Source: an optimization exercise on an open RTL-to-GDS flow (aim: small area, a short achievable clock period and few clock cycles). Production flows keep margins and buffers that such runs may drop.
At most, simulation tests tie the RTL to the original design; equivalence was not proved.
No functional check of the RTL was part of run 2.
Power figures rest on the tool's default switching activity, not on a simulated workload.

==> flow/design.v, too long to show whole: its modules and the start of the top module <==
// module red_reduce: 881 lines
module red_reduce (
    input  wire        clk,
    input  wire        rst,         
    input  wire        in_valid,
    output reg         in_ready,
    input  wire        in_first,    
    input  wire        in_last,     
    input  wire [7:0]  op,
    input  wire [23:0] p0,
    input  wire [23:0] p1,
    input  wire [23:0] a,
    input  wire        a_ok,
    input  wire [23:0] b,
    input  wire        b_ok,
    output reg         out_valid,
    output wire [23:0] r0,
    output wire [23:0] r1,
    output reg         r_ok,
    output reg         nsat,
    output reg         asat
);
  // ...
==> flow/flow/run.sh <==
#!/bin/bash
# Standard layout, with repair_timing aiming for extra setup slack so that the
# achieved period shrinks, and port buffers of an ordinary buffer cell; the
# constraints (SDC, clock period) are the design's.
set -euo pipefail
bash standard.sh "BUFFER_PORTS_ARGS=-buffer_cell sky130_fd_sc_hd__buf_2" SETUP_SLACK_MARGIN=10 finish > orfs_make.log 2>&1
==> flow/standard.sh <==
#!/bin/bash
# synth_recipe.tcl (not shown) runs the flow's synth.tcl, then flattens the netlist and writes it again
# the make line also repeats each setting of config.mk as NAME=value (left out here)
make -C /OpenROAD-flow-scripts/flow DESIGN_CONFIG=/design/flow/config.mk WORK_HOME=/design/flow/orfs CLKGATE_MAP_FILE= SYNTH_SCRIPT=/design/flow/synth_recipe.tcl "${@:-finish}"
==> flow/config.mk <==
export PLATFORM = sky130hd
export DESIGN_NAME = red_reduce
export DESIGN_NICKNAME = red_reduce
export VERILOG_FILES = /design/flow/design.v
export SDC_FILE = /design/flow/constraint.sdc
export NUM_CORES = 4
export LEC_CHECK = 0
export CAP_MARGIN = 20
export CORE_MARGIN = 2
export CORE_UTILIZATION = 40
export SLEW_MARGIN = 20
==> flow/constraint.sdc <==
create_clock -name core_clock -period 14.0 [get_ports {clk}]
set_input_delay 2.8000 -clock core_clock [delete_from_list [all_inputs] [get_ports {clk}]]
set_output_delay 2.8000 -clock core_clock [all_outputs]
set_load 0.01 [all_outputs]
==> key figures, run 1 <==
Run status
  – Status: finished clean

Critical path
  – CP Depth: 1
  – R2R Path End: ps[22]$_DFF_P_
  – Critical path peak fanout: 2
  – Nature of the critical path endpoint: primary output
  – CP peak stage delay: 0.53 ns
  – Worst Setup Start Kind: flip-flop

Timing
  – Setup violations, final: 0
  – Worst setup margin: 9.82 ns
  – Hold Slack: 0.326 ns
  – Sum of negative setup slack: 0 ns
  – RSZ-0062 raised after global routing: true

Layout
  – Share of layout cells above drive strength 1: 0.123
  – Fillers: 9867
  – Max reg flops: 58
  – Cell Count, Final, Fillers Out: 6184
  – Nonclk inv count: 424
  – Commonest non-fill, non-tap cells in the layout: nand2_1 (577), inv_1 (418), o21ai_0 (342)
  – Post-route cell area: 46200 um^2
  – N_diodes: 2

Detailed routing
  – Routed via count: 34300
  – Routed Antenna Nets: 0
  – Avg WL per Cell: 21.0 um

Yosys
  – Synth Flop Type: dfxtp_1
  – Syn_area_per_cell: 8.65 um^2
  – Yosys top cell by area: dfxtp_1
  – Post-synthesis compound-gate area fraction: 0.179
  – Yosys warnings: 1
  – Post-synth ARST share: 0
  – Dominant cell by count in the synthesized netlist: nand2_1
  – Synthesized area: 40800 um^2

Floorplan
  – Core Rows: 117
  – Core area: 101000 um^2
  – I/O pin count: 164
  – Die W: 323 um

Global routing
  – First-pass GRT wire length: 197000 um
  – GR met3 Demand/Resource: 0.0363

Power
  – P_sw: 2.65 mW
  – Internal power: 3.78 mW
  – PD cells: 139 nW/um^2
  – Logic pwr share: 0.466
  – Switching share of total power: 0.412

Clock network
  – Worst-skew pair later-pin latency: 0.65 ns
  – CTS Buffer Depth: 3

Placed design
  – Detailed Place HPWL: 88900 um
Testbench counts, summed over its fixed seeds: cycles 42,289.
==> module red_reduce, before the edit <==
module red_reduce (
    input  wire        clk,
    input  wire        rst,         
    input  wire        in_valid,
    output reg         in_ready,
    input  wire        in_first,    
    input  wire        in_last,     
    input  wire [7:0]  op,
    input  wire [23:0] p0,
    input  wire [23:0] p1,
    input  wire [23:0] a,
    input  wire        a_ok,
    input  wire [23:0] b,
    input  wire        b_ok,
    output reg         out_valid,
    output wire [23:0] r0,
    output wire [23:0] r1,
    output reg         r_ok,
    output reg         nsat,
    output reg         asat
);
    localparam [2:0] K_SUM   = 3'd0;
    localparam [2:0] K_MEAN  = 3'd1;
    localparam [2:0] K_MIN   = 3'd2;
    localparam [2:0] K_MAX   = 3'd3;
    localparam [2:0] K_COUNT = 3'd4;
    localparam [2:0] K_RMS   = 3'd6;
    localparam [2:0] K_DOT   = 3'd7;
    wire take = in_valid && in_ready && !rst;
    reg  [2:0]  kind_v;
    reg  [4:0]  sh_v;
    reg  [10:0] mv_v;
    wire [2:0]  e_kind = in_first ? op[2:0] : kind_v;
    wire        e_dot  = (e_kind == K_DOT);
    wire        e_rms  = (e_kind == K_RMS);
    reg         v1, f1, l1, u1;
    reg         mm1, mx1;     
    reg  [23:0] a1;
    reg  [11:0] bo1, bt1, bn1;    
    wire        e_mul = e_dot || e_rms;
    wire        e_mm  = (e_kind == K_MIN) || (e_kind == K_MAX);
    wire        e_gm  = take && a_ok && (b_ok || !e_dot) && e_mul;
    wire [23:0] e_y   = e_rms ? a : b;
    reg  [11:0] e_bo, e_bt, e_bn;
    reg         e_m1;
    integer     i;
    always @(*) begin
        for (i = 0; i < 12; i = i + 1) begin
            e_m1    = (i == 0) ? 1'b0 : e_y[2*i-1];
            e_bn[i] = e_gm & e_y[2*i+1];
            e_bo[i] = e_gm ? (e_y[2*i] ^ e_m1) : (i == 0) && take && a_ok && !e_mul && !e_mm;
            e_bt[i] = e_gm & ((e_y[2*i+1] & ~e_y[2*i] & ~e_m1) | (~e_y[2*i+1] & e_y[2*i] & e_m1));
        end
    end
    always @(posedge clk) begin
        v1 <= take;
        if (take && in_first) begin
            kind_v <= op[2:0];
            sh_v   <= p0[4:0];
            mv_v   <= (op[2:0] == K_SUM || op[2:0] == K_DOT) ? p1[10:0] : p0[10:0];
        end
        f1  <= take && in_first;
        l1  <= in_last;
        u1  <= take && a_ok && (b_ok || !e_dot);
        mm1 <= e_mm;
        mx1 <= (e_kind == K_MAX);
        a1  <= a;
        bo1 <= e_bo;
        bt1 <= e_bt;
        bn1 <= e_bn;
    end
    reg  [311:0] bu;              
    reg  [11:0]  nb;              
    reg  [24:0]  mag;
    reg  [25:0]  pp;
    always @(*) begin
        for (i = 0; i < 12; i = i + 1) begin
            mag   = bo1[i] ? {a1[23], a1} : bt1[i] ? {a1, 1'b0} : 25'd0;
            pp    = bn1[i] ? ~{mag[24], mag} : {mag[24], mag};
            bu[26*i +: 26] = {~pp[25], pp[24:0]};
            nb[i] = bn1[i];
        end
    end
    wire dt1 = bu[16] ^ bu[40];
    wire dt2 = bu[16] & bu[40];
    wire dt3 = bu[17] ^ bu[41];
    wire dt4 = bu[17] & bu[41];
    wire dt5 = bu[18] ^ bu[42] ^ bu[66];
    wire dt6 = (bu[18] & bu[42]) | (bu[18] & bu[66]) | (bu[42] & bu[66]);
    wire dt7 = bu[90] ^ bu[114];
    wire dt8 = bu[90] & bu[114];
    wire dt9 = bu[19] ^ bu[43] ^ bu[67];
    wire dt10 = (bu[19] & bu[43]) | (bu[19] & bu[67]) | (bu[43] & bu[67]);
    wire dt11 = bu[91] ^ bu[115];
    wire dt12 = bu[91] & bu[115];
    wire dt13 = bu[20] ^ bu[44] ^ bu[68];
    wire dt14 = (bu[20] & bu[44]) | (bu[20] & bu[68]) | (bu[44] & bu[68]);
    wire dt15 = bu[92] ^ bu[116] ^ bu[140];
    wire dt16 = (bu[92] & bu[116]) | (bu[92] & bu[140]) | (bu[116] & bu[140]);
    wire dt17 = bu[164] ^ bu[188];
    wire dt18 = bu[164] & bu[188];
    wire dt19 = bu[21] ^ bu[45] ^ bu[69];
    wire dt20 = (bu[21] & bu[45]) | (bu[21] & bu[69]) | (bu[45] & bu[69]);
    wire dt21 = bu[93] ^ bu[117] ^ bu[141];
    wire dt22 = (bu[93] & bu[117]) | (bu[93] & bu[141]) | (bu[117] & bu[141]);
    wire dt23 = bu[165] ^ bu[189];
    wire dt24 = bu[165] & bu[189];
    wire dt25 = bu[22] ^ bu[46] ^ bu[70];
    wire dt26 = (bu[22] & bu[46]) | (bu[22] & bu[70]) | (bu[46] & bu[70]);
    wire dt27 = bu[94] ^ bu[118] ^ bu[142];
    wire dt28 = (bu[94] & bu[118]) | (bu[94] & bu[142]) | (bu[118] & bu[142]);
    wire dt29 = bu[166] ^ bu[190] ^ bu[214];
    wire dt30 = (bu[166] & bu[190]) | (bu[166] & bu[214]) | (bu[190] & bu[214]);
    wire dt31 = bu[238] ^ bu[262];
    wire dt32 = bu[238] & bu[262];
    wire dt33 = bu[23] ^ bu[47] ^ bu[71];
    wire dt34 = (bu[23] & bu[47]) | (bu[23] & bu[71]) | (bu[47] & bu[71]);
    wire dt35 = bu[95] ^ bu[119] ^ bu[143];
    wire dt36 = (bu[95] & bu[119]) | (bu[95] & bu[143]) | (bu[119] & bu[143]);
    wire dt37 = bu[167] ^ bu[191] ^ bu[215];
    wire dt38 = (bu[167] & bu[191]) | (bu[167] & bu[215]) | (bu[191] & bu[215]);
    wire dt39 = bu[239] ^ bu[263];
    wire dt40 = bu[239] & bu[263];
    wire dt41 = bu[24] ^ bu[48] ^ bu[72];
    wire dt42 = (bu[24] & bu[48]) | (bu[24] & bu[72]) | (bu[48] & bu[72]);
    wire dt43 = bu[96] ^ bu[120] ^ bu[144];
    wire dt44 = (bu[96] & bu[120]) | (bu[96] & bu[144]) | (bu[120] & bu[144]);
    wire dt45 = bu[168] ^ bu[192] ^ bu[216];
    wire dt46 = (bu[168] & bu[192]) | (bu[168] & bu[216]) | (bu[192] & bu[216]);
    wire dt47 = bu[240] ^ bu[264];
    wire dt48 = bu[240] & bu[264];
    wire dt49 = bu[25] ^ bu[49] ^ bu[73];
    wire dt50 = (bu[25] & bu[49]) | (bu[25] & bu[73]) | (bu[49] & bu[73]);
    wire dt51 = bu[97] ^ bu[121] ^ bu[145];
    wire dt52 = (bu[97] & bu[121]) | (bu[97] & bu[145]) | (bu[121] & bu[145]);
    wire dt53 = bu[169] ^ bu[193] ^ bu[217];
    wire dt54 = (bu[169] & bu[193]) | (bu[169] & bu[217]) | (bu[193] & bu[217]);
    wire dt55 = bu[241] ^ bu[265] ^ bu[289];
    wire dt56 = (bu[241] & bu[265]) | (bu[241] & bu[289]) | (bu[265] & bu[289]);
    wire dt57 = bu[50] ^ bu[74] ^ bu[98];
    wire dt58 = (bu[50] & bu[74]) | (bu[50] & bu[98]) | (bu[74] & bu[98]);
    wire dt59 = bu[122] ^ bu[146] ^ bu[170];
    wire dt60 = (bu[122] & bu[146]) | (bu[122] & bu[170]) | (bu[146] & bu[170]);
    wire dt61 = bu[194] ^ bu[218] ^ bu[242];
    wire dt62 = (bu[194] & bu[218]) | (bu[194] & bu[242]) | (bu[218] & bu[242]);
    wire dt63 = bu[266] ^ bu[290];
    wire dt64 = bu[266] & bu[290];
    wire dt65 = bu[51] ^ bu[75] ^ bu[99];
    wire dt66 = (bu[51] & bu[75]) | (bu[51] & bu[99]) | (bu[75] & bu[99]);
    wire dt67 = bu[123] ^ bu[147] ^ bu[171];
    wire dt68 = (bu[123] & bu[147]) | (bu[123] & bu[171]) | (bu[147] & bu[171]);
    wire dt69 = bu[195] ^ bu[219] ^ bu[243];
    wire dt70 = (bu[195] & bu[219]) | (bu[195] & bu[243]) | (bu[219] & bu[243]);
    wire dt71 = bu[76] ^ bu[100] ^ bu[124];
    wire dt72 = (bu[76] & bu[100]) | (bu[76] & bu[124]) | (bu[100] & bu[124]);
    wire dt73 = bu[148] ^ bu[172] ^ bu[196];
    wire dt74 = (bu[148] & bu[172]) | (bu[148] & bu[196]) | (bu[172] & bu[196]);
    wire dt75 = bu[220] ^ bu[244];
    wire dt76 = bu[220] & bu[244];
    wire dt77 = bu[77] ^ bu[101] ^ bu[125];
    wire dt78 = (bu[77] & bu[101]) | (bu[77] & bu[125]) | (bu[101] & bu[125]);
    wire dt79 = bu[149] ^ bu[173] ^ bu[197];
    wire dt80 = (bu[149] & bu[173]) | (bu[149] & bu[197]) | (bu[173] & bu[197]);
    wire dt81 = bu[102] ^ bu[126] ^ bu[150];
    wire dt82 = (bu[102] & bu[126]) | (bu[102] & bu[150]) | (bu[126] & bu[150]);
    wire dt83 = bu[174] ^ bu[198];
    wire dt84 = bu[174] & bu[198];
    wire dt85 = bu[103] ^ bu[127] ^ bu[151];
    wire dt86 = (bu[103] & bu[127]) | (bu[103] & bu[151]) | (bu[127] & bu[151]);
    wire dt87 = bu[128] ^ bu[152];
    wire dt88 = bu[128] & bu[152];
    wire dt89 = bu[10] ^ bu[34];
    wire dt90 = bu[10] & bu[34];
    wire dt91 = bu[11] ^ bu[35];
    wire dt92 = bu[11] & bu[35];
    wire dt93 = bu[12] ^ bu[36] ^ bu[60];
    wire dt94 = (bu[12] & bu[36]) | (bu[12] & bu[60]) | (bu[36] & bu[60]);
    wire dt95 = bu[84] ^ bu[108];
    wire dt96 = bu[84] & bu[108];
    wire dt97 = bu[13] ^ bu[37] ^ bu[61];
    wire dt98 = (bu[13] & bu[37]) | (bu[13] & bu[61]) | (bu[37] & bu[61]);
    wire dt99 = bu[85] ^ bu[109];
    wire dt100 = bu[85] & bu[109];
    wire dt101 = bu[14] ^ bu[38] ^ bu[62];
    wire dt102 = (bu[14] & bu[38]) | (bu[14] & bu[62]) | (bu[38] & bu[62]);
    wire dt103 = bu[86] ^ bu[110] ^ bu[134];
    wire dt104 = (bu[86] & bu[110]) | (bu[86] & bu[134]) | (bu[110] & bu[134]);
    wire dt105 = bu[158] ^ bu[182];
    wire dt106 = bu[158] & bu[182];
    wire dt107 = bu[15] ^ bu[39] ^ bu[63];
    wire dt108 = (bu[15] & bu[39]) | (bu[15] & bu[63]) | (bu[39] & bu[63]);
    wire dt109 = bu[87] ^ bu[111] ^ bu[135];
    wire dt110 = (bu[87] & bu[111]) | (bu[87] & bu[135]) | (bu[111] & bu[135]);
    wire dt111 = bu[159] ^ bu[183];
    wire dt112 = bu[159] & bu[183];
    wire dt113 = bu[64] ^ bu[88] ^ bu[112];
    wire dt114 = (bu[64] & bu[88]) | (bu[64] & bu[112]) | (bu[88] & bu[112]);
    wire dt115 = bu[136] ^ bu[160] ^ bu[184];
    wire dt116 = (bu[136] & bu[160]) | (bu[136] & bu[184]) | (bu[160] & bu[184]);
    wire dt117 = bu[208] ^ nb[8] ^ dt1;
    wire dt118 = (bu[208] & nb[8]) | (bu[208] & dt1) | (nb[8] & dt1);
    wire dt119 = bu[65] ^ bu[89] ^ bu[113];
    wire dt120 = (bu[65] & bu[89]) | (bu[65] & bu[113]) | (bu[89] & bu[113]);
    wire dt121 = bu[137] ^ bu[161] ^ bu[185];
    wire dt122 = (bu[137] & bu[161]) | (bu[137] & bu[185]) | (bu[161] & bu[185]);
    wire dt123 = bu[209] ^ dt3 ^ dt2;
    wire dt124 = (bu[209] & dt3) | (bu[209] & dt2) | (dt3 & dt2);
    wire dt125 = bu[138] ^ bu[162] ^ bu[186];
    wire dt126 = (bu[138] & bu[162]) | (bu[138] & bu[186]) | (bu[162] & bu[186]);
    wire dt127 = bu[210] ^ bu[234] ^ nb[9];
    wire dt128 = (bu[210] & bu[234]) | (bu[210] & nb[9]) | (bu[234] & nb[9]);
    wire dt129 = dt5 ^ dt7 ^ dt4;
    wire dt130 = (dt5 & dt7) | (dt5 & dt4) | (dt7 & dt4);
    wire dt131 = bu[139] ^ bu[163] ^ bu[187];
    wire dt132 = (bu[139] & bu[163]) | (bu[139] & bu[187]) | (bu[163] & bu[187]);
    wire dt133 = bu[211] ^ bu[235] ^ dt9;
    wire dt134 = (bu[211] & bu[235]) | (bu[211] & dt9) | (bu[235] & dt9);
    wire dt135 = dt11 ^ dt6 ^ dt8;
    wire dt136 = (dt11 & dt6) | (dt11 & dt8) | (dt6 & dt8);
    wire dt137 = bu[212] ^ bu[236] ^ bu[260];
    wire dt138 = (bu[212] & bu[236]) | (bu[212] & bu[260]) | (bu[236] & bu[260]);
    wire dt139 = nb[10] ^ dt13 ^ dt15;
    wire dt140 = (nb[10] & dt13) | (nb[10] & dt15) | (dt13 & dt15);
    wire dt141 = dt17 ^ dt10 ^ dt12;
    wire dt142 = (dt17 & dt10) | (dt17 & dt12) | (dt10 & dt12);
    wire dt143 = bu[213] ^ bu[237] ^ bu[261];
    wire dt144 = (bu[213] & bu[237]) | (bu[213] & bu[261]) | (bu[237] & bu[261]);
    wire dt145 = dt19 ^ dt21 ^ dt23;
    wire dt146 = (dt19 & dt21) | (dt19 & dt23) | (dt21 & dt23);
    wire dt147 = dt14 ^ dt16 ^ dt18;
    wire dt148 = (dt14 & dt16) | (dt14 & dt18) | (dt16 & dt18);
    wire dt149 = bu[286] ^ nb[11] ^ dt25;
    wire dt150 = (bu[286] & nb[11]) | (bu[286] & dt25) | (nb[11] & dt25);
    wire dt151 = dt27 ^ dt29 ^ dt31;
    wire dt152 = (dt27 & dt29) | (dt27 & dt31) | (dt29 & dt31);
    wire dt153 = dt20 ^ dt22 ^ dt24;
    wire dt154 = (dt20 & dt22) | (dt20 & dt24) | (dt22 & dt24);
    wire dt155 = bu[287] ^ dt33 ^ dt35;
    wire dt156 = (bu[287] & dt33) | (bu[287] & dt35) | (dt33 & dt35);
    wire dt157 = dt37 ^ dt39 ^ dt26;
    wire dt158 = (dt37 & dt39) | (dt37 & dt26) | (dt39 & dt26);
    wire dt159 = dt28 ^ dt30 ^ dt32;
    wire dt160 = (dt28 & dt30) | (dt28 & dt32) | (dt30 & dt32);
    wire dt161 = bu[288] ^ dt41 ^ dt43;
    wire dt162 = (bu[288] & dt41) | (bu[288] & dt43) | (dt41 & dt43);
    wire dt163 = dt45 ^ dt47 ^ dt34;
    wire dt164 = (dt45 & dt47) | (dt45 & dt34) | (dt47 & dt34);
    wire dt165 = dt36 ^ dt38 ^ dt40;
    wire dt166 = (dt36 & dt38) | (dt36 & dt40) | (dt38 & dt40);
    wire dt167 = 1'b1 ^ dt49 ^ dt51;
    wire dt168 = (1'b1 & dt49) | (1'b1 & dt51) | (dt49 & dt51);
    wire dt169 = dt53 ^ dt55 ^ dt42;
    wire dt170 = (dt53 & dt55) | (dt53 & dt42) | (dt55 & dt42);
    wire dt171 = dt44 ^ dt46 ^ dt48;
    wire dt172 = (dt44 & dt46) | (dt44 & dt48) | (dt46 & dt48);
    wire dt173 = 1'b1 ^ dt57 ^ dt59;
    wire dt174 = (1'b1 & dt57) | (1'b1 & dt59) | (dt57 & dt59);
    wire dt175 = dt61 ^ dt63 ^ dt50;
    wire dt176 = (dt61 & dt63) | (dt61 & dt50) | (dt63 & dt50);
    wire dt177 = dt52 ^ dt54 ^ dt56;
    wire dt178 = (dt52 & dt54) | (dt52 & dt56) | (dt54 & dt56);
    wire dt179 = bu[267] ^ bu[291] ^ dt65;
    wire dt180 = (bu[267] & bu[291]) | (bu[267] & dt65) | (bu[291] & dt65);
    wire dt181 = dt67 ^ dt69 ^ dt58;
    wire dt182 = (dt67 & dt69) | (dt67 & dt58) | (dt69 & dt58);
    wire dt183 = dt60 ^ dt62 ^ dt64;
    wire dt184 = (dt60 & dt62) | (dt60 & dt64) | (dt62 & dt64);
    wire dt185 = bu[268] ^ bu[292] ^ 1'b1;
    wire dt186 = (bu[268] & bu[292]) | (bu[268] & 1'b1) | (bu[292] & 1'b1);
    wire dt187 = dt71 ^ dt73 ^ dt75;
    wire dt188 = (dt71 & dt73) | (dt71 & dt75) | (dt73 & dt75);
    wire dt189 = dt66 ^ dt68 ^ dt70;
    wire dt190 = (dt66 & dt68) | (dt66 & dt70) | (dt68 & dt70);
    wire dt191 = bu[221] ^ bu[245] ^ bu[269];
    wire dt192 = (bu[221] & bu[245]) | (bu[221] & bu[269]) | (bu[245] & bu[269]);
    wire dt193 = bu[293] ^ dt77 ^ dt79;
    wire dt194 = (bu[293] & dt77) | (bu[293] & dt79) | (dt77 & dt79);
    wire dt195 = dt72 ^ dt74 ^ dt76;
    wire dt196 = (dt72 & dt74) | (dt72 & dt76) | (dt74 & dt76);
    wire dt197 = bu[222] ^ bu[246] ^ bu[270];
    wire dt198 = (bu[222] & bu[246]) | (bu[222] & bu[270]) | (bu[246] & bu[270]);
    wire dt199 = bu[294] ^ 1'b1 ^ dt81;
    wire dt200 = (bu[294] & 1'b1) | (bu[294] & dt81) | (1'b1 & dt81);
    wire dt201 = dt83 ^ dt78 ^ dt80;
    wire dt202 = (dt83 & dt78) | (dt83 & dt80) | (dt78 & dt80);
    wire dt203 = bu[175] ^ bu[199] ^ bu[223];
    wire dt204 = (bu[175] & bu[199]) | (bu[175] & bu[223]) | (bu[199] & bu[223]);
    wire dt205 = bu[247] ^ bu[271] ^ bu[295];
    wire dt206 = (bu[247] & bu[271]) | (bu[247] & bu[295]) | (bu[271] & bu[295]);
    wire dt207 = dt85 ^ dt82 ^ dt84;
    wire dt208 = (dt85 & dt82) | (dt85 & dt84) | (dt82 & dt84);
    wire dt209 = bu[176] ^ bu[200] ^ bu[224];
    wire dt210 = (bu[176] & bu[200]) | (bu[176] & bu[224]) | (bu[200] & bu[224]);
    wire dt211 = bu[248] ^ bu[272] ^ bu[296];
    wire dt212 = (bu[248] & bu[272]) | (bu[248] & bu[296]) | (bu[272] & bu[296]);
    wire dt213 = 1'b1 ^ dt87 ^ dt86;
    wire dt214 = (1'b1 & dt87) | (1'b1 & dt86) | (dt87 & dt86);
    wire dt215 = bu[129] ^ bu[153] ^ bu[177];
    wire dt216 = (bu[129] & bu[153]) | (bu[129] & bu[177]) | (bu[153] & bu[177]);
    wire dt217 = bu[201] ^ bu[225] ^ bu[249];
    wire dt218 = (bu[201] & bu[225]) | (bu[201] & bu[249]) | (bu[225] & bu[249]);
    wire dt219 = bu[273] ^ bu[297] ^ dt88;
    wire dt220 = (bu[273] & bu[297]) | (bu[273] & dt88) | (bu[297] & dt88);
    wire dt221 = bu[154] ^ bu[178] ^ bu[202];
    wire dt222 = (bu[154] & bu[178]) | (bu[154] & bu[202]) | (bu[178] & bu[202]);
    wire dt223 = bu[226] ^ bu[250] ^ bu[274];
    wire dt224 = (bu[226] & bu[250]) | (bu[226] & bu[274]) | (bu[250] & bu[274]);
    wire dt225 = bu[298] ^ 1'b1;
    wire dt226 = bu[298] & 1'b1;
    wire dt227 = bu[155] ^ bu[179] ^ bu[203];
    wire dt228 = (bu[155] & bu[179]) | (bu[155] & bu[203]) | (bu[179] & bu[203]);
    wire dt229 = bu[227] ^ bu[251] ^ bu[275];
    wire dt230 = (bu[227] & bu[251]) | (bu[227] & bu[275]) | (bu[251] & bu[275]);
    wire dt231 = bu[180] ^ bu[204] ^ bu[228];
    wire dt232 = (bu[180] & bu[204]) | (bu[180] & bu[228]) | (bu[204] & bu[228]);
    wire dt233 = bu[252] ^ bu[276];
    wire dt234 = bu[252] & bu[276];
    wire dt235 = bu[181] ^ bu[205] ^ bu[229];
    wire dt236 = (bu[181] & bu[205]) | (bu[181] & bu[229]) | (bu[205] & bu[229]);
    wire dt237 = bu[206] ^ bu[230];
    wire dt238 = bu[206] & bu[230];
    wire dt239 = bu[6] ^ bu[30];
    wire dt240 = bu[6] & bu[30];
    wire dt241 = bu[7] ^ bu[31];
    wire dt242 = bu[7] & bu[31];
    wire dt243 = bu[8] ^ bu[32] ^ bu[56];
    wire dt244 = (bu[8] & bu[32]) | (bu[8] & bu[56]) | (bu[32] & bu[56]);
    wire dt245 = bu[80] ^ bu[104];
    wire dt246 = bu[80] & bu[104];
    wire dt247 = bu[9] ^ bu[33] ^ bu[57];
    wire dt248 = (bu[9] & bu[33]) | (bu[9] & bu[57]) | (bu[33] & bu[57]);
    wire dt249 = bu[81] ^ bu[105];
    wire dt250 = bu[81] & bu[105];
    wire dt251 = bu[58] ^ bu[82] ^ bu[106];
    wire dt252 = (bu[58] & bu[82]) | (bu[58] & bu[106]) | (bu[82] & bu[106]);
    wire dt253 = bu[130] ^ nb[5] ^ dt89;
    wire dt254 = (bu[130] & nb[5]) | (bu[130] & dt89) | (nb[5] & dt89);
    wire dt255 = bu[59] ^ bu[83] ^ bu[107];
    wire dt256 = (bu[59] & bu[83]) | (bu[59] & bu[107]) | (bu[83] & bu[107]);
    wire dt257 = bu[131] ^ dt91 ^ dt90;
    wire dt258 = (bu[131] & dt91) | (bu[131] & dt90) | (dt91 & dt90);
    wire dt259 = bu[132] ^ bu[156] ^ nb[6];
    wire dt260 = (bu[132] & bu[156]) | (bu[132] & nb[6]) | (bu[156] & nb[6]);
    wire dt261 = dt93 ^ dt95 ^ dt92;
    wire dt262 = (dt93 & dt95) | (dt93 & dt92) | (dt95 & dt92);
    wire dt263 = bu[133] ^ bu[157] ^ dt97;
    wire dt264 = (bu[133] & bu[157]) | (bu[133] & dt97) | (bu[157] & dt97);
    wire dt265 = dt99 ^ dt94 ^ dt96;
    wire dt266 = (dt99 & dt94) | (dt99 & dt96) | (dt94 & dt96);
    wire dt267 = nb[7] ^ dt101 ^ dt103;
    wire dt268 = (nb[7] & dt101) | (nb[7] & dt103) | (dt101 & dt103);
    wire dt269 = dt105 ^ dt98 ^ dt100;
    wire dt270 = (dt105 & dt98) | (dt105 & dt100) | (dt98 & dt100);
    wire dt271 = dt107 ^ dt109 ^ dt111;
    wire dt272 = (dt107 & dt109) | (dt107 & dt111) | (dt109 & dt111);
    wire dt273 = dt102 ^ dt104 ^ dt106;
    wire dt274 = (dt102 & dt104) | (dt102 & dt106) | (dt104 & dt106);
    wire dt275 = dt113 ^ dt115 ^ dt117;
    wire dt276 = (dt113 & dt115) | (dt113 & dt117) | (dt115 & dt117);
    wire dt277 = dt108 ^ dt110 ^ dt112;
    wire dt278 = (dt108 & dt110) | (dt108 & dt112) | (dt110 & dt112);
    wire dt279 = dt119 ^ dt121 ^ dt123;
    wire dt280 = (dt119 & dt121) | (dt119 & dt123) | (dt121 & dt123);
    wire dt281 = dt114 ^ dt116 ^ dt118;
    wire dt282 = (dt114 & dt116) | (dt114 & dt118) | (dt116 & dt118);
    wire dt283 = dt125 ^ dt127 ^ dt129;
    wire dt284 = (dt125 & dt127) | (dt125 & dt129) | (dt127 & dt129);
    wire dt285 = dt120 ^ dt122 ^ dt124;
    wire dt286 = (dt120 & dt122) | (dt120 & dt124) | (dt122 & dt124);
    wire dt287 = dt131 ^ dt133 ^ dt135;
    wire dt288 = (dt131 & dt133) | (dt131 & dt135) | (dt133 & dt135);
    wire dt289 = dt126 ^ dt128 ^ dt130;
    wire dt290 = (dt126 & dt128) | (dt126 & dt130) | (dt128 & dt130);
    wire dt291 = dt137 ^ dt139 ^ dt141;
    wire dt292 = (dt137 & dt139) | (dt137 & dt141) | (dt139 & dt141);
    wire dt293 = dt132 ^ dt134 ^ dt136;
    wire dt294 = (dt132 & dt134) | (dt132 & dt136) | (dt134 & dt136);
    wire dt295 = dt143 ^ dt145 ^ dt147;
    wire dt296 = (dt143 & dt145) | (dt143 & dt147) | (dt145 & dt147);
    wire dt297 = dt138 ^ dt140 ^ dt142;
    wire dt298 = (dt138 & dt140) | (dt138 & dt142) | (dt140 & dt142);
    wire dt299 = dt149 ^ dt151 ^ dt153;
    wire dt300 = (dt149 & dt151) | (dt149 & dt153) | (dt151 & dt153);
    wire dt301 = dt144 ^ dt146 ^ dt148;
    wire dt302 = (dt144 & dt146) | (dt144 & dt148) | (dt146 & dt148);
    wire dt303 = dt155 ^ dt157 ^ dt159;
    wire dt304 = (dt155 & dt157) | (dt155 & dt159) | (dt157 & dt159);
    wire dt305 = dt150 ^ dt152 ^ dt154;
    wire dt306 = (dt150 & dt152) | (dt150 & dt154) | (dt152 & dt154);
    wire dt307 = dt161 ^ dt163 ^ dt165;
    wire dt308 = (dt161 & dt163) | (dt161 & dt165) | (dt163 & dt165);
    wire dt309 = dt156 ^ dt158 ^ dt160;
    wire dt310 = (dt156 & dt158) | (dt156 & dt160) | (dt158 & dt160);
    wire dt311 = dt167 ^ dt169 ^ dt171;
    wire dt312 = (dt167 & dt169) | (dt167 & dt171) | (dt169 & dt171);
    wire dt313 = dt162 ^ dt164 ^ dt166;
    wire dt314 = (dt162 & dt164) | (dt162 & dt166) | (dt164 & dt166);
    wire dt315 = dt173 ^ dt175 ^ dt177;
    wire dt316 = (dt173 & dt175) | (dt173 & dt177) | (dt175 & dt177);
    wire dt317 = dt168 ^ dt170 ^ dt172;
    wire dt318 = (dt168 & dt170) | (dt168 & dt172) | (dt170 & dt172);
    wire dt319 = dt179 ^ dt181 ^ dt183;
    wire dt320 = (dt179 & dt181) | (dt179 & dt183) | (dt181 & dt183);
    wire dt321 = dt174 ^ dt176 ^ dt178;
    wire dt322 = (dt174 & dt176) | (dt174 & dt178) | (dt176 & dt178);
    wire dt323 = dt185 ^ dt187 ^ dt189;
    wire dt324 = (dt185 & dt187) | (dt185 & dt189) | (dt187 & dt189);
    wire dt325 = dt180 ^ dt182 ^ dt184;
    wire dt326 = (dt180 & dt182) | (dt180 & dt184) | (dt182 & dt184);
    wire dt327 = dt191 ^ dt193 ^ dt195;
    wire dt328 = (dt191 & dt193) | (dt191 & dt195) | (dt193 & dt195);
    wire dt329 = dt186 ^ dt188 ^ dt190;
    wire dt330 = (dt186 & dt188) | (dt186 & dt190) | (dt188 & dt190);
    wire dt331 = dt197 ^ dt199 ^ dt201;
    wire dt332 = (dt197 & dt199) | (dt197 & dt201) | (dt199 & dt201);
    wire dt333 = dt192 ^ dt194 ^ dt196;
    wire dt334 = (dt192 & dt194) | (dt192 & dt196) | (dt194 & dt196);
    wire dt335 = dt203 ^ dt205 ^ dt207;
    wire dt336 = (dt203 & dt205) | (dt203 & dt207) | (dt205 & dt207);
    wire dt337 = dt198 ^ dt200 ^ dt202;
    wire dt338 = (dt198 & dt200) | (dt198 & dt202) | (dt200 & dt202);
    wire dt339 = dt209 ^ dt211 ^ dt213;
    wire dt340 = (dt209 & dt211) | (dt209 & dt213) | (dt211 & dt213);
    wire dt341 = dt204 ^ dt206 ^ dt208;
    wire dt342 = (dt204 & dt206) | (dt204 & dt208) | (dt206 & dt208);
    wire dt343 = dt215 ^ dt217 ^ dt219;
    wire dt344 = (dt215 & dt217) | (dt215 & dt219) | (dt217 & dt219);
    wire dt345 = dt210 ^ dt212 ^ dt214;
    wire dt346 = (dt210 & dt212) | (dt210 & dt214) | (dt212 & dt214);
    wire dt347 = dt221 ^ dt223 ^ dt225;
    wire dt348 = (dt221 & dt223) | (dt221 & dt225) | (dt223 & dt225);
    wire dt349 = dt216 ^ dt218 ^ dt220;
    wire dt350 = (dt216 & dt218) | (dt216 & dt220) | (dt218 & dt220);
    wire dt351 = bu[299] ^ dt227 ^ dt229;
    wire dt352 = (bu[299] & dt227) | (bu[299] & dt229) | (dt227 & dt229);
    wire dt353 = dt222 ^ dt224 ^ dt226;
    wire dt354 = (dt222 & dt224) | (dt222 & dt226) | (dt224 & dt226);
    wire dt355 = bu[300] ^ 1'b1 ^ dt231;
    wire dt356 = (bu[300] & 1'b1) | (bu[300] & dt231) | (1'b1 & dt231);
    wire dt357 = dt233 ^ dt228 ^ dt230;
    wire dt358 = (dt233 & dt228) | (dt233 & dt230) | (dt228 & dt230);
    wire dt359 = bu[253] ^ bu[277] ^ bu[301];
    wire dt360 = (bu[253] & bu[277]) | (bu[253] & bu[301]) | (bu[277] & bu[301]);
    wire dt361 = dt235 ^ dt232 ^ dt234;
    wire dt362 = (dt235 & dt232) | (dt235 & dt234) | (dt232 & dt234);
    wire dt363 = bu[254] ^ bu[278] ^ bu[302];
    wire dt364 = (bu[254] & bu[278]) | (bu[254] & bu[302]) | (bu[278] & bu[302]);
    wire dt365 = 1'b1 ^ dt237 ^ dt236;
    wire dt366 = (1'b1 & dt237) | (1'b1 & dt236) | (dt237 & dt236);
    wire dt367 = bu[207] ^ bu[231] ^ bu[255];
    wire dt368 = (bu[207] & bu[231]) | (bu[207] & bu[255]) | (bu[231] & bu[255]);
    wire dt369 = bu[279] ^ bu[303] ^ dt238;
    wire dt370 = (bu[279] & bu[303]) | (bu[279] & dt238) | (bu[303] & dt238);
    wire dt371 = bu[232] ^ bu[256] ^ bu[280];
    wire dt372 = (bu[232] & bu[256]) | (bu[232] & bu[280]) | (bu[256] & bu[280]);
    wire dt373 = bu[304] ^ 1'b1;
    wire dt374 = bu[304] & 1'b1;
    wire dt375 = bu[233] ^ bu[257] ^ bu[281];
    wire dt376 = (bu[233] & bu[257]) | (bu[233] & bu[281]) | (bu[257] & bu[281]);
    wire dt377 = bu[258] ^ bu[282];
    wire dt378 = bu[258] & bu[282];
    wire dt379 = bu[4] ^ bu[28];
    wire dt380 = bu[4] & bu[28];
    wire dt381 = bu[5] ^ bu[29];
    wire dt382 = bu[5] & bu[29];
    wire dt383 = bu[54] ^ bu[78] ^ nb[3];
    wire dt384 = (bu[54] & bu[78]) | (bu[54] & nb[3]) | (bu[78] & nb[3]);
    wire dt385 = bu[55] ^ bu[79] ^ dt241;
    wire dt386 = (bu[55] & bu[79]) | (bu[55] & dt241) | (bu[79] & dt241);
    wire dt387 = nb[4] ^ dt243 ^ dt245;
    wire dt388 = (nb[4] & dt243) | (nb[4] & dt245) | (dt243 & dt245);
    wire dt389 = dt247 ^ dt249 ^ dt244;
    wire dt390 = (dt247 & dt249) | (dt247 & dt244) | (dt249 & dt244);
    wire dt391 = dt251 ^ dt253 ^ dt248;
    wire dt392 = (dt251 & dt253) | (dt251 & dt248) | (dt253 & dt248);
    wire dt393 = dt255 ^ dt257 ^ dt252;
    wire dt394 = (dt255 & dt257) | (dt255 & dt252) | (dt257 & dt252);
    wire dt395 = dt259 ^ dt261 ^ dt256;
    wire dt396 = (dt259 & dt261) | (dt259 & dt256) | (dt261 & dt256);
    wire dt397 = dt263 ^ dt265 ^ dt260;
    wire dt398 = (dt263 & dt265) | (dt263 & dt260) | (dt265 & dt260);
    wire dt399 = dt267 ^ dt269 ^ dt264;
    wire dt400 = (dt267 & dt269) | (dt267 & dt264) | (dt269 & dt264);
    wire dt401 = dt271 ^ dt273 ^ dt268;
    wire dt402 = (dt271 & dt273) | (dt271 & dt268) | (dt273 & dt268);
    wire dt403 = dt275 ^ dt277 ^ dt272;
    wire dt404 = (dt275 & dt277) | (dt275 & dt272) | (dt277 & dt272);
    wire dt405 = dt279 ^ dt281 ^ dt276;
    wire dt406 = (dt279 & dt281) | (dt279 & dt276) | (dt281 & dt276);
    wire dt407 = dt283 ^ dt285 ^ dt280;
    wire dt408 = (dt283 & dt285) | (dt283 & dt280) | (dt285 & dt280);
    wire dt409 = dt287 ^ dt289 ^ dt284;
    wire dt410 = (dt287 & dt289) | (dt287 & dt284) | (dt289 & dt284);
    wire dt411 = dt291 ^ dt293 ^ dt288;
    wire dt412 = (dt291 & dt293) | (dt291 & dt288) | (dt293 & dt288);
    wire dt413 = dt295 ^ dt297 ^ dt292;
    wire dt414 = (dt295 & dt297) | (dt295 & dt292) | (dt297 & dt292);
    wire dt415 = dt299 ^ dt301 ^ dt296;
    wire dt416 = (dt299 & dt301) | (dt299 & dt296) | (dt301 & dt296);
    wire dt417 = dt303 ^ dt305 ^ dt300;
    wire dt418 = (dt303 & dt305) | (dt303 & dt300) | (dt305 & dt300);
    wire dt419 = dt307 ^ dt309 ^ dt304;
    wire dt420 = (dt307 & dt309) | (dt307 & dt304) | (dt309 & dt304);
    wire dt421 = dt311 ^ dt313 ^ dt308;
    wire dt422 = (dt311 & dt313) | (dt311 & dt308) | (dt313 & dt308);
    wire dt423 = dt315 ^ dt317 ^ dt312;
    wire dt424 = (dt315 & dt317) | (dt315 & dt312) | (dt317 & dt312);
    wire dt425 = dt319 ^ dt321 ^ dt316;
    wire dt426 = (dt319 & dt321) | (dt319 & dt316) | (dt321 & dt316);
    wire dt427 = dt323 ^ dt325 ^ dt320;
    wire dt428 = (dt323 & dt325) | (dt323 & dt320) | (dt325 & dt320);
    wire dt429 = dt327 ^ dt329 ^ dt324;
    wire dt430 = (dt327 & dt329) | (dt327 & dt324) | (dt329 & dt324);
    wire dt431 = dt331 ^ dt333 ^ dt328;
    wire dt432 = (dt331 & dt333) | (dt331 & dt328) | (dt333 & dt328);
    wire dt433 = dt335 ^ dt337 ^ dt332;
    wire dt434 = (dt335 & dt337) | (dt335 & dt332) | (dt337 & dt332);
    wire dt435 = dt339 ^ dt341 ^ dt336;
    wire dt436 = (dt339 & dt341) | (dt339 & dt336) | (dt341 & dt336);
    wire dt437 = dt343 ^ dt345 ^ dt340;
    wire dt438 = (dt343 & dt345) | (dt343 & dt340) | (dt345 & dt340);
    wire dt439 = dt347 ^ dt349 ^ dt344;
    wire dt440 = (dt347 & dt349) | (dt347 & dt344) | (dt349 & dt344);
    wire dt441 = dt351 ^ dt353 ^ dt348;
    wire dt442 = (dt351 & dt353) | (dt351 & dt348) | (dt353 & dt348);
    wire dt443 = dt355 ^ dt357 ^ dt352;
    wire dt444 = (dt355 & dt357) | (dt355 & dt352) | (dt357 & dt352);
    wire dt445 = dt359 ^ dt361 ^ dt356;
    wire dt446 = (dt359 & dt361) | (dt359 & dt356) | (dt361 & dt356);
    wire dt447 = dt363 ^ dt365 ^ dt360;
    wire dt448 = (dt363 & dt365) | (dt363 & dt360) | (dt365 & dt360);
    wire dt449 = dt367 ^ dt369 ^ dt364;
    wire dt450 = (dt367 & dt369) | (dt367 & dt364) | (dt369 & dt364);
    wire dt451 = dt371 ^ dt373 ^ dt368;
    wire dt452 = (dt371 & dt373) | (dt371 & dt368) | (dt373 & dt368);
    wire dt453 = bu[305] ^ dt375 ^ dt372;
    wire dt454 = (bu[305] & dt375) | (bu[305] & dt372) | (dt375 & dt372);
    wire dt455 = bu[306] ^ 1'b1 ^ dt377;
    wire dt456 = (bu[306] & 1'b1) | (bu[306] & dt377) | (1'b1 & dt377);
    wire dt457 = bu[259] ^ bu[283] ^ bu[307];
    wire dt458 = (bu[259] & bu[283]) | (bu[259] & bu[307]) | (bu[283] & bu[307]);
    wire dt459 = bu[284] ^ bu[308];
    wire dt460 = bu[284] & bu[308];
    wire dt461 = bu[2] ^ bu[26];
    wire dt462 = bu[2] & bu[26];
    wire dt463 = bu[3] ^ bu[27];
    wire dt464 = bu[3] & bu[27];
    wire dt465 = bu[52] ^ nb[2] ^ dt379;
    wire dt466 = (bu[52] & nb[2]) | (bu[52] & dt379) | (nb[2] & dt379);
    wire dt467 = bu[53] ^ dt381 ^ dt380;
    wire dt468 = (bu[53] & dt381) | (bu[53] & dt380) | (dt381 & dt380);
    wire dt469 = dt239 ^ dt383 ^ dt382;
    wire dt470 = (dt239 & dt383) | (dt239 & dt382) | (dt383 & dt382);
    wire dt471 = dt240 ^ dt385 ^ dt384;
    wire dt472 = (dt240 & dt385) | (dt240 & dt384) | (dt385 & dt384);
    wire dt473 = dt242 ^ dt387 ^ dt386;
    wire dt474 = (dt242 & dt387) | (dt242 & dt386) | (dt387 & dt386);
    wire dt475 = dt246 ^ dt389 ^ dt388;
    wire dt476 = (dt246 & dt389) | (dt246 & dt388) | (dt389 & dt388);
    wire dt477 = dt250 ^ dt391 ^ dt390;
    wire dt478 = (dt250 & dt391) | (dt250 & dt390) | (dt391 & dt390);
    wire dt479 = dt254 ^ dt393 ^ dt392;
    wire dt480 = (dt254 & dt393) | (dt254 & dt392) | (dt393 & dt392);
    wire dt481 = dt258 ^ dt395 ^ dt394;
    wire dt482 = (dt258 & dt395) | (dt258 & dt394) | (dt395 & dt394);
    wire dt483 = dt262 ^ dt397 ^ dt396;
    wire dt484 = (dt262 & dt397) | (dt262 & dt396) | (dt397 & dt396);
    wire dt485 = dt266 ^ dt399 ^ dt398;
    wire dt486 = (dt266 & dt399) | (dt266 & dt398) | (dt399 & dt398);
    wire dt487 = dt270 ^ dt401 ^ dt400;
    wire dt488 = (dt270 & dt401) | (dt270 & dt400) | (dt401 & dt400);
    wire dt489 = dt274 ^ dt403 ^ dt402;
    wire dt490 = (dt274 & dt403) | (dt274 & dt402) | (dt403 & dt402);
    wire dt491 = dt278 ^ dt405 ^ dt404;
    wire dt492 = (dt278 & dt405) | (dt278 & dt404) | (dt405 & dt404);
    wire dt493 = dt282 ^ dt407 ^ dt406;
    wire dt494 = (dt282 & dt407) | (dt282 & dt406) | (dt407 & dt406);
    wire dt495 = dt286 ^ dt409 ^ dt408;
    wire dt496 = (dt286 & dt409) | (dt286 & dt408) | (dt409 & dt408);
    wire dt497 = dt290 ^ dt411 ^ dt410;
    wire dt498 = (dt290 & dt411) | (dt290 & dt410) | (dt411 & dt410);
    wire dt499 = dt294 ^ dt413 ^ dt412;
    wire dt500 = (dt294 & dt413) | (dt294 & dt412) | (dt413 & dt412);
    wire dt501 = dt298 ^ dt415 ^ dt414;
    wire dt502 = (dt298 & dt415) | (dt298 & dt414) | (dt415 & dt414);
    wire dt503 = dt302 ^ dt417 ^ dt416;
    wire dt504 = (dt302 & dt417) | (dt302 & dt416) | (dt417 & dt416);
    wire dt505 = dt306 ^ dt419 ^ dt418;
    wire dt506 = (dt306 & dt419) | (dt306 & dt418) | (dt419 & dt418);
    wire dt507 = dt310 ^ dt421 ^ dt420;
    wire dt508 = (dt310 & dt421) | (dt310 & dt420) | (dt421 & dt420);
    wire dt509 = dt314 ^ dt423 ^ dt422;
    wire dt510 = (dt314 & dt423) | (dt314 & dt422) | (dt423 & dt422);
    wire dt511 = dt318 ^ dt425 ^ dt424;
    wire dt512 = (dt318 & dt425) | (dt318 & dt424) | (dt425 & dt424);
    wire dt513 = dt322 ^ dt427 ^ dt426;
    wire dt514 = (dt322 & dt427) | (dt322 & dt426) | (dt427 & dt426);
    wire dt515 = dt326 ^ dt429 ^ dt428;
    wire dt516 = (dt326 & dt429) | (dt326 & dt428) | (dt429 & dt428);
    wire dt517 = dt330 ^ dt431 ^ dt430;
    wire dt518 = (dt330 & dt431) | (dt330 & dt430) | (dt431 & dt430);
    wire dt519 = dt334 ^ dt433 ^ dt432;
    wire dt520 = (dt334 & dt433) | (dt334 & dt432) | (dt433 & dt432);
    wire dt521 = dt338 ^ dt435 ^ dt434;
    wire dt522 = (dt338 & dt435) | (dt338 & dt434) | (dt435 & dt434);
    wire dt523 = dt342 ^ dt437 ^ dt436;
    wire dt524 = (dt342 & dt437) | (dt342 & dt436) | (dt437 & dt436);
    wire dt525 = dt346 ^ dt439 ^ dt438;
    wire dt526 = (dt346 & dt439) | (dt346 & dt438) | (dt439 & dt438);
    wire dt527 = dt350 ^ dt441 ^ dt440;
    wire dt528 = (dt350 & dt441) | (dt350 & dt440) | (dt441 & dt440);
    wire dt529 = dt354 ^ dt443 ^ dt442;
    wire dt530 = (dt354 & dt443) | (dt354 & dt442) | (dt443 & dt442);
    wire dt531 = dt358 ^ dt445 ^ dt444;
    wire dt532 = (dt358 & dt445) | (dt358 & dt444) | (dt445 & dt444);
    wire dt533 = dt362 ^ dt447 ^ dt446;
    wire dt534 = (dt362 & dt447) | (dt362 & dt446) | (dt447 & dt446);
    wire dt535 = dt366 ^ dt449 ^ dt448;
    wire dt536 = (dt366 & dt449) | (dt366 & dt448) | (dt449 & dt448);
    wire dt537 = dt370 ^ dt451 ^ dt450;
    wire dt538 = (dt370 & dt451) | (dt370 & dt450) | (dt451 & dt450);
    wire dt539 = dt374 ^ dt453 ^ dt452;
    wire dt540 = (dt374 & dt453) | (dt374 & dt452) | (dt453 & dt452);
    wire dt541 = dt376 ^ dt455 ^ dt454;
    wire dt542 = (dt376 & dt455) | (dt376 & dt454) | (dt455 & dt454);
    wire dt543 = dt378 ^ dt457 ^ dt456;
    wire dt544 = (dt378 & dt457) | (dt378 & dt456) | (dt457 & dt456);
    wire dt545 = 1'b1 ^ dt459 ^ dt458;
    wire dt546 = (1'b1 & dt459) | (1'b1 & dt458) | (dt459 & dt458);
    wire dt547 = bu[285] ^ bu[309] ^ dt460;
    wire dt548 = (bu[285] & bu[309]) | (bu[285] & dt460) | (bu[309] & dt460);
    wire dt549 = bu[310] ^ 1'b1;
    wire dt550 = bu[310] & 1'b1;
    wire [57:0] mt_s = {1'b1, 1'b1, 1'b1, 1'b1, 1'b1, 1'b1, 1'b1, 1'b1, 1'b1, 1'b1, bu[311], dt549, dt547, dt545, dt543, dt541, dt539, dt537, dt535, dt533, dt531, dt529, dt527, dt525, dt523, dt521, dt519, dt517, dt515, dt513, dt511, dt509, dt507, dt505, dt503, dt501, dt499, dt497, dt495, dt493, dt491, dt489, dt487, dt485, dt483, dt481, dt479, dt477, dt475, dt473, dt471, dt469, dt467, dt465, dt463, nb[1], bu[1], bu[0]};
    wire [57:0] mt_c = {1'b0, 1'b0, 1'b0, 1'b0, 1'b0, 1'b0, 1'b0, 1'b0, 1'b0, 1'b0, dt550, dt548, dt546, dt544, dt542, dt540, dt538, dt536, dt534, dt532, dt530, dt528, dt526, dt524, dt522, dt520, dt518, dt516, dt514, dt512, dt510, dt508, dt506, dt504, dt502, dt500, dt498, dt496, dt494, dt492, dt490, dt488, dt486, dt484, dt482, dt480, dt478, dt476, dt474, dt472, dt470, dt468, dt466, dt464, dt462, dt461, 1'b0, nb[0]};
    reg         v2, f2, l2, u2, mm2, mx2;
    reg  [57:0] ps, pc;           
    reg  [23:0] am;               
    always @(posedge clk) begin
        v2  <= v1 && !rst;
        f2  <= f1;
        l2  <= l1;
        u2  <= u1;
        mm2 <= mm1;
        mx2 <= mx1;
        ps  <= mt_s;
        pc  <= mt_c;
        am  <= a1;
    end
    reg  signed [57:0] acc;       
    reg  [10:0] cnt;              
    reg  [9:0]  idx;              
    reg  [2:0]  ka;
    reg  [4:0]  sha;
    reg  [10:0] mva;
    reg         full;             
    wire [10:0] cnt_base = f2 ? 11'd0 : cnt;
    wire [9:0]  idx_base = f2 ? 10'd0 : idx;
    wire [57:0] acc_base = f2 ? 58'd0 : acc;
    wire signed [23:0] pa   = am;
    wire signed [23:0] best = acc[23:0];
    wire        better = mx2 ? (pa > best) : (pa < best);
    wire [57:0] acc_sum = acc_base + ps + pc;
    always @(posedge clk) begin
        idx <= idx_base + {9'd0, v2};
        cnt <= cnt_base + {10'd0, u2};
        if (f2) begin
            ka  <= kind_v;
            sha <= sh_v;
            mva <= mv_v;
        end
        if (mm2 && u2 && (cnt_base == 11'd0 || better))
            acc <= {24'd0, idx_base, pa};
        else
            acc <= acc_sum;
    end
    localparam [2:0] P_RUP  = 3'd0;    
    localparam [2:0] P_SHR  = 3'd1;    
    localparam [2:0] P_DIV  = 3'd2;
    localparam [2:0] P_RND  = 3'd3;    
    localparam [2:0] P_SQL  = 3'd4;    
    localparam [2:0] P_ROOT = 3'd5;
    localparam [2:0] P_NRW  = 3'd6;    
    localparam [2:0] P_OUT  = 3'd7;
    reg  [2:0]  ph;
    reg  [2:0]  fk;               
    reg  [47:0] W;                
    reg  [9:0]  R;                
    reg  [10:0] C;                
    reg  [11:0] C3;               
    reg  [25:0] X;                
    reg  [23:0] Y;                
    reg  [4:0]  fi;               
    reg         sq_en;            
    reg         neg;              
    reg  [6:0]  frem;             
    reg  [1:0]  pend;             
    assign r0 = W[23:0];
    assign r1 = {14'd0, W[33:24]};
    wire cap = full && (frem <= 7'd1);
    wire        minv_met = cnt >= ((mva == 11'd0) ? 11'd1 : mva);
    wire        acc_ovf  = !((&acc[57:47]) || !(|acc[57:47]));
    wire [47:0] acc_sat  = acc_ovf ? (acc[57] ? 48'h8000_0000_0000 : 48'h7FFF_FFFF_FFFF) : acc[47:0];
    wire [33:0] acc_abs  = acc[33:0] ^ {34{acc[57]}};
    wire [4:0]  nshift   = {2'd0, sha[4:2]} + {3'd0, sha[1:0]};    
    reg  [6:0]  F_cyc;
    always @(*) begin
        F_cyc = 7'd1;
        if (minv_met || ka == K_COUNT)
            case (ka)
                K_SUM, K_DOT: F_cyc = {2'd0, nshift} + 7'd2;
                K_MEAN:       F_cyc = 7'd15;
                K_RMS:        F_cyc = 7'd28;
                default:      F_cyc = 7'd1;
            endcase
    end
    wire [11:0] dv_t  = {R, W[47:46]};
    wire [12:0] dv_d1 = {1'b0, dv_t} - {2'b0, C};
    wire [12:0] dv_d2 = {1'b0, dv_t} - {1'b0, C, 1'b0};
    wire [12:0] dv_d3 = {1'b0, dv_t} - {1'b0, C3};
    wire [1:0]  dv_q  = !dv_d3[12] ? 2'd3 : !dv_d2[12] ? 2'd2 : !dv_d1[12] ? 2'd1 : 2'd0;
    wire [9:0]  dv_r  = !dv_d3[12] ? dv_d3[9:0] : !dv_d2[12] ? dv_d2[9:0] :
                        !dv_d1[12] ? dv_d1[9:0] : dv_t[9:0];
    wire [47:0] dv_w  = {W[45:0], dv_q};
    wire [12:0] rnd_d  = {2'b0, R, neg} + {12'd0, neg} - {2'b0, C} - {12'd0, !W[0]};
    wire        div_up = !rnd_d[12];
    wire        sq_ru = (ph == P_RUP);
    wire [27:0] sq_t = {X, sq_ru ? 2'b00 : W[1:0]};
    wire [28:0] sq_d = {1'b0, sq_t} - {3'd0, Y, sq_ru ? {2{!sq_en}} : 2'b01};
    wire [25:0] sq_r = sq_d[28] ? sq_t[25:0] : sq_d[25:0];
    wire [23:0] sq_y = {Y[22:0], !sq_d[28]};
    wire        rt_up = !sq_d[28];
    wire        sh4    = X[4:2] != 3'd0;
    wire [47:0] shr_w  = sh4 ? {{4{W[47]}}, W[47:4]} : {W[47], W[47:1]};
    wire        shr_g  = sh4 ? W[3] : W[0];
    wire        shr_s  = X[6] | X[5] | (sh4 ? (|W[2:0]) : 1'b0);
    wire [4:0]  shr_c  = X[4:0] - (sh4 ? 5'd4 : 5'd1);
    wire        n_rnd  = X[5] && (X[6] || W[0]);
    wire        q_in   = (&W[47:23]) || !(|W[47:23]);
    wire        n_hi   = !W[47] && (!q_in || (n_rnd && (&W[22:0])));
    wire        n_lo   = W[47] && !q_in && !(n_rnd && (&W[47:24]) && !W[23] && (&W[22:0]));
    reg  [23:0] inc_a;
    reg         inc_b;
    always @(*) begin
        case (ph)
            P_RND:   begin
                inc_a = neg ? ~W[23:0] : W[23:0];
                inc_b = neg ? !sq_en : sq_en;
            end
            P_ROOT:  begin inc_a = Y;        inc_b = neg; end
            default: begin inc_a = W[23:0];  inc_b = n_rnd; end
        endcase
    end
    wire [24:0] inc = {1'b0, inc_a} + {24'd0, inc_b};
    wire [1:0] pend_n = pend + {1'b0, take && in_last} - {1'b0, cap};
    reg  [6:0] frem_n;
    always @(*) begin
        if (cap)              frem_n = F_cyc;
        else if (frem != 0)   frem_n = frem - 7'd1;
        else                  frem_n = 7'd0;
    end
    always @(posedge clk) begin
        if (rst) begin
            full      <= 1'b0;
            pend      <= 2'd0;
            frem      <= 7'd0;
            ph        <= P_OUT;
            out_valid <= 1'b0;
            in_ready  <= 1'b1;
        end else begin
            pend      <= pend_n;
            frem      <= frem_n;
            in_ready  <= !((pend_n >= 2'd2) || (pend_n == 2'd1 && frem_n > 7'd3) ||
                           (take && in_first && in_last));
            out_valid <= (frem_n == 7'd1);
            if (v2 && l2)
                full <= 1'b1;
            else if (cap)
                full <= 1'b0;
            if (cap)
                ph <= (ka == K_COUNT || !minv_met) ? P_OUT :
                      (ka == K_SUM || ka == K_DOT) ? ((sha == 5'd0) ? P_NRW : P_SHR) :
                      (ka == K_MEAN || ka == K_RMS) ? P_DIV : P_OUT;
            else
                case (ph)
                    P_SHR:  if (shr_c == 5'd0) ph <= P_NRW;
                    P_DIV:  if (fi == 5'd0) ph <= P_SQL;
                    P_SQL:  ph <= (fk == K_MEAN) ? P_RND : P_RUP;
                    P_RUP:  ph <= P_ROOT;
                    P_NRW, P_RND, P_ROOT: ph <= P_OUT;
                    default: ;
                endcase
        end
    end
    always @(posedge clk) begin
        if (cap) begin
            fk    <= ka;
            sq_en <= 1'b0;
            r_ok  <= 1'b0;
            nsat  <= 1'b0;
            asat  <= 1'b0;
            W     <= 48'd0;
            if (ka == K_COUNT) begin
                W    <= {37'd0, cnt};
                r_ok <= 1'b1;
            end else if (minv_met) begin
                case (ka)
                    K_MIN, K_MAX: begin
                        W    <= {14'd0, acc[33:0]};
                        r_ok <= 1'b1;
                    end
                    K_SUM, K_DOT: begin
                        W    <= acc_sat;
                        asat <= acc_ovf;
                        X    <= {19'd0, 2'b00, sha};
                    end
                    K_MEAN: begin
                        neg  <= acc[57];
                        W    <= {acc_abs[23:0], 24'd0};
                        R    <= acc_abs[33:24];
                        C    <= cnt;
                        C3   <= {1'b0, cnt} + {cnt, 1'b0};
                        fi   <= 5'd11;
                    end
                    default: begin    
                        neg  <= 1'b0;
                        W    <= acc[47:0];
                        R    <= acc[57:48];
                        C    <= cnt;
                        C3   <= {1'b0, cnt} + {cnt, 1'b0};
                        X    <= 26'd0;
                        Y    <= 24'd0;
                        fi   <= 5'd23;
                    end
                endcase
            end
        end else begin
            case (ph)
                P_SHR: begin
                    W <= shr_w;
                    X <= {19'd0, shr_s, shr_g, shr_c};
                end
                P_NRW: begin
                    r_ok <= 1'b1;
                    nsat <= n_hi || n_lo;
                    W    <= {24'd0, n_hi ? 24'h7FFFFF : n_lo ? 24'h800000 : inc[23:0]};
                end
                P_DIV: begin
                    W     <= dv_w;
                    R     <= dv_r;
                    fi    <= fi - 5'd1;
                    sq_en <= 1'b1;
                    if (sq_en) begin
                        X <= sq_r;
                        Y <= sq_y;
                    end
                end
                P_SQL: begin
                    X     <= sq_r;
                    Y     <= sq_y;
                    sq_en <= div_up;
                end
                P_RND: begin
                    r_ok <= 1'b1;
                    W    <= {24'd0, inc[23:0]};
                end
                P_RUP: neg <= rt_up;
                P_ROOT: begin
                    r_ok <= 1'b1;
                    if (inc[24] || inc[23]) begin
                        W    <= {24'd0, 24'h7FFFFF};
                        nsat <= 1'b1;
                    end else begin
                        W    <= {24'd0, inc[23:0]};
                    end
                end
                default: ;
            endcase
        end
    end
endmodule
==> run 2, diff against run 1 <==
--- a/flow/design.v
+++ b/flow/design.v
@@ -13,7 +13,7 @@
     input  wire [23:0] b,
     input  wire        b_ok,
     output reg         out_valid,
-    output wire [23:0] r0,
+    output reg  [23:0] r0,
     output wire [23:0] r1,
     output reg         r_ok,
     output reg         nsat,
@@ -695,8 +695,17 @@
     reg         neg;              
     reg  [6:0]  frem;             
     reg  [1:0]  pend;             
-    assign r0 = W[23:0];
-    assign r1 = {14'd0, W[33:24]};
+    reg         o_valid, o_ok, o_nsat, o_asat;
+    reg  [9:0]  r1_q;
+    assign r1 = {14'd0, r1_q};
+    always @(posedge clk) begin
+        out_valid <= o_valid && !rst;
+        r0        <= W[23:0];
+        r1_q      <= W[33:24];
+        r_ok      <= o_ok;
+        nsat      <= o_nsat;
+        asat      <= o_asat;
+    end
     wire cap = full && (frem <= 7'd1);
     wire        minv_met = cnt >= ((mva == 11'd0) ? 11'd1 : mva);
     wire        acc_ovf  = !((&acc[57:47]) || !(|acc[57:47]));
@@ -765,14 +774,14 @@
             pend      <= 2'd0;
             frem      <= 7'd0;
             ph        <= P_OUT;
-            out_valid <= 1'b0;
+            o_valid <= 1'b0;
             in_ready  <= 1'b1;
         end else begin
             pend      <= pend_n;
             frem      <= frem_n;
             in_ready  <= !((pend_n >= 2'd2) || (pend_n == 2'd1 && frem_n > 7'd3) ||
                            (take && in_first && in_last));
-            out_valid <= (frem_n == 7'd1);
+            o_valid <= (frem_n == 7'd1);
             if (v2 && l2)
                 full <= 1'b1;
             else if (cap)
@@ -796,22 +805,22 @@
         if (cap) begin
             fk    <= ka;
             sq_en <= 1'b0;
-            r_ok  <= 1'b0;
-            nsat  <= 1'b0;
-            asat  <= 1'b0;
+            o_ok  <= 1'b0;
+            o_nsat  <= 1'b0;
+            o_asat  <= 1'b0;
             W     <= 48'd0;
             if (ka == K_COUNT) begin
                 W    <= {37'd0, cnt};
-                r_ok <= 1'b1;
+                o_ok <= 1'b1;
             end else if (minv_met) begin
                 case (ka)
                     K_MIN, K_MAX: begin
                         W    <= {14'd0, acc[33:0]};
-                        r_ok <= 1'b1;
+                        o_ok <= 1'b1;
                     end
                     K_SUM, K_DOT: begin
                         W    <= acc_sat;
-                        asat <= acc_ovf;
+                        o_asat <= acc_ovf;
                         X    <= {19'd0, 2'b00, sha};
                     end
                     K_MEAN: begin
@@ -841,8 +850,8 @@
                     X <= {19'd0, shr_s, shr_g, shr_c};
                 end
                 P_NRW: begin
-                    r_ok <= 1'b1;
-                    nsat <= n_hi || n_lo;
+                    o_ok <= 1'b1;
+                    o_nsat <= n_hi || n_lo;
                     W    <= {24'd0, n_hi ? 24'h7FFFFF : n_lo ? 24'h800000 : inc[23:0]};
                 end
                 P_DIV: begin
@@ -861,15 +870,15 @@
                     sq_en <= div_up;
                 end
                 P_RND: begin
-                    r_ok <= 1'b1;
+                    o_ok <= 1'b1;
                     W    <= {24'd0, inc[23:0]};
                 end
                 P_RUP: neg <= rt_up;
                 P_ROOT: begin
-                    r_ok <= 1'b1;
+                    o_ok <= 1'b1;
                     if (inc[24] || inc[23]) begin
                         W    <= {24'd0, 24'h7FFFFF};
-                        nsat <= 1'b1;
+                        o_nsat <= 1'b1;
                     end else begin
                         W    <= {24'd0, inc[23:0]};
                     end
==> run 2 against run 1 <==
  * Synthesized area grew 0.89%
  * Final area rose by 2.0%
  * Combinational power increased by 37%
  * Core utilization increased by 0.71 points
  * Die area grew 0.88%
  * Sequential power is 27% higher
  * Fmax is 0.29% lower
  * Count of clock-buffer cells in the layout shrank 1
  * Clock power about the same
  * Non-clock buffer count is 28 lower
  * Synthesized cell count fell by 1.5%
  * Hold slack lost 0.00093 ns
  * Largest cell class unchanged
==> key figures, run 2 <==
Run status
  – Status: finished clean

Power
  – Leak Pwr: 19.4 nW
  – Total power: 8.11 mW
  – PD cells: 172 nW/um^2 (+24%)

Clock network
  – Worst-skew pair later-pin latency: 0.68 ns (+0.03 ns)
  – Sink Count: 503
  – CTS Buffer Depth: 3 (unchanged)

Yosys
  – Sequential fraction of the synthesis area: 0.288
  – Yosys top cell by area: dfxtp_1
  – Dominant cell by count in the synthesized netlist: nand2_1
  – Yosys warnings: 1 (unchanged)
  – Post-synth ARST share: 0 (unchanged)
  – Synth Flop Type: dfxtp_1
  – Synthesized area: 41100 um^2 (+0.89%)
  – Syn_area_per_cell: 8.86 um^2 (+2.4%)

Detailed routing
  – Routed Antenna Nets: 0 (unchanged)
  – Avg WL per Cell: 20.6 um (-2.0%)
  – Routed via count: 34000 (-1.1%)

Min path
  – Hold Crit Depth: 0

Floorplan
  – Core area: 102000 um^2 (+0.43%)
  – Die W: 325 um (+0.44%)
  – I/O pin count: 164 (unchanged)
  – Core Rows: 117 (unchanged)

Critical path
  – R2R Path End: acc[57]$_SDFF_PP0_
  – Reg2reg start: f2$_DFF_P_
  – Nature of the critical path endpoint: flip-flop
  – CP peak stage delay: 0.46 ns (-0.07 ns)
  – Worst Setup Start Kind: flip-flop
  – Critical path peak fanout: 13 (+11)

Timing
  – Period minus WS final: 4.20 ns
  – Hold Slack: 0.325 ns (-0.000928 ns)
  – RSZ-0062 raised after global routing: true
  – Sum of negative setup slack: 0 ns (unchanged)
  – Slew Limit Headroom: 0.322
  – Setup violations, final: 0 (unchanged)

Global routing
  – Grt peak-use layer: met2
  – Remaining global-route overflow: 0
  – First-pass GRT wire length: 194000 um (-1.2%)
  – Vias in the first global route: 32900
  – GR met3 Demand/Resource: 0.0327 (-0.00358)
  – Global Route met2 Usage: 0.386

Layout
  – Fillers: 9758 (-1.1%)
  – Share of layout cells above drive strength 1: 0.133 (+0.0105)
  – Commonest non-fill, non-tap cells in the layout: nand2_1 (564), inv_1 (417), dfxtp_1 (298)
  – N_diodes: 0 (-2)
  – Cell Count, Final, Fillers Out: 6127 (-0.92%)
  – Max reg flops: 58 (unchanged)

Placed design
  – Detailed Place HPWL: 87600 um (-1.5%)

Flow run
  – MaxCap Viol Count: 0
run 2: per-layer routing:
layer	wire (um)	part of all wire	vias up
li1	-	-	16000
met2	58800	0.47	1328
met4	5200	0.041	4
met3	8670	0.069	295
met5	24	0.00019	-
met1	53500	0.42	16400
run 2: cell type report:
type	instances	area (um^2)	share of cell area
timing repair inverter	1	7.51	0.000159
tap	1368	1710	0.0363
timing repair buffer	306	2620	0.0555
clock buffer	70	1570	0.0332
multi-input combinational	3414	27300	0.580
sequential	503	11900	0.253
inverter	428	1620	0.0344
clock inverter	37	364	0.00772
run 2: how the worst max path moves through the flow:
| stage | start | depth (start not counted) | to | slack, ns |
|---|---|---|---|---|
| final | f2$_DFF_P_ | 15 | acc[57]$_SDFF_PP0_ | 9.80 |
| after global routing | f2$_DFF_P_ | 15 | acc[57]$_SDFF_PP0_ | 9.72 |
| after CTS | f2$_DFF_P_ | 15 | acc[57]$_SDFF_PP0_ | 9.86 |
| after detailed placement | ph[1]$_SDFFE_PP1P_ | 10 | W[14]$_DFFE_PP_ | 8.91 |
| after global placement | bt1[4]$_DFF_P_ | 10 | ps[31]$_DFF_P_ | 8.99 |
| after floorplan | rst | 9 | in_ready$_SDFF_PP1_ | 9.88 |
run 2: cell families after synthesis:
logic type               Yosys count  share of synthesized area
buffers and inverters            741                     0.0699
multiplexers                      71                     0.0180
XOR/XNOR                         488                      0.104
other                              1                  0.0000912
AO/OA/AOI/OAI                   1106                      0.174
adder cells (fa/ha/maj)          525                      0.211
AND/OR/NAND/NOR                 1206                      0.135
flip-flops                       503                      0.288
run 2: what timing repair did:
action	CTS	global route
cloned	8	8
setup endpoints to repair	219	197
pin swaps	26	59
gates resized for setup	143	114
buffers inserted	46	44
run 2: worst register-to-register path: stages (launching register included):
cell and delay, ns:
dfxtp_4 0.37, buf_12 0.13, buf_12 0.14, nor2_1 0.19, fa_1 0.44, ha_1 0.38
and3_1 0.25, a221oi_4 0.37, nand2b_1 0.21, nand3_1 0.16, nor3b_4 0.31, o41a_1 0.27
o21ai_2 0.12, o211a_1 0.25, or4_1 0.46, nand2_1 0.08
run 2: through the flow:
| step | setup WS [ns] | cell area [um^2] |
|---|---|---|
| 6_report | 9.80 | 47200 |
| 5_1_grt | 9.72 | 47200 |
| 4_1_cts | 9.86 | 46200 |
| 3_5_place_dp | 8.91 | 43100 |
| 3_3_place_gp | 8.99 | 43100 |
| 2_1_floorplan | 9.88 | 41400 |
run 2: power by group:
part / internal [mW] / switching (mW)
combinational: 1.74 / 2.38
sequential: 1.98 / 0.462
clock: 0.876 / 0.668

-- static timing again, ports no longer ideal --
How much do the figures lean on ideal ports? The routed layouts below were timed once more, with nothing changed but the port constraints.
Step 1 assumes that a clkbuf_16 drives the clock port and a buf_2 every other input.
Step 2 times the ports against the registers' clock, not the clock port: input delays grow and output delays shrink by t, the midpoint of the rising clock arrivals with the driver on.
Three values: ideal, step 1, step 2; two values: the first two.
| run | shift t [ns] | setup WS [ns] | worst register clock-pin slew, ns |
|---|---|---|---|
| run 1 | 0.699 | 9.817 / 9.750 / 9.475 | 0.07 / 0.07 |
| run 2 | 0.720 | 9.805 / 9.805 / 9.441 | 0.07 / 0.07 |
After both steps setup and hold are still met in every run listed. The setup slack of run 2, which loses most, moves by 0.000 ns with the drivers and by -0.364 ns with both steps.
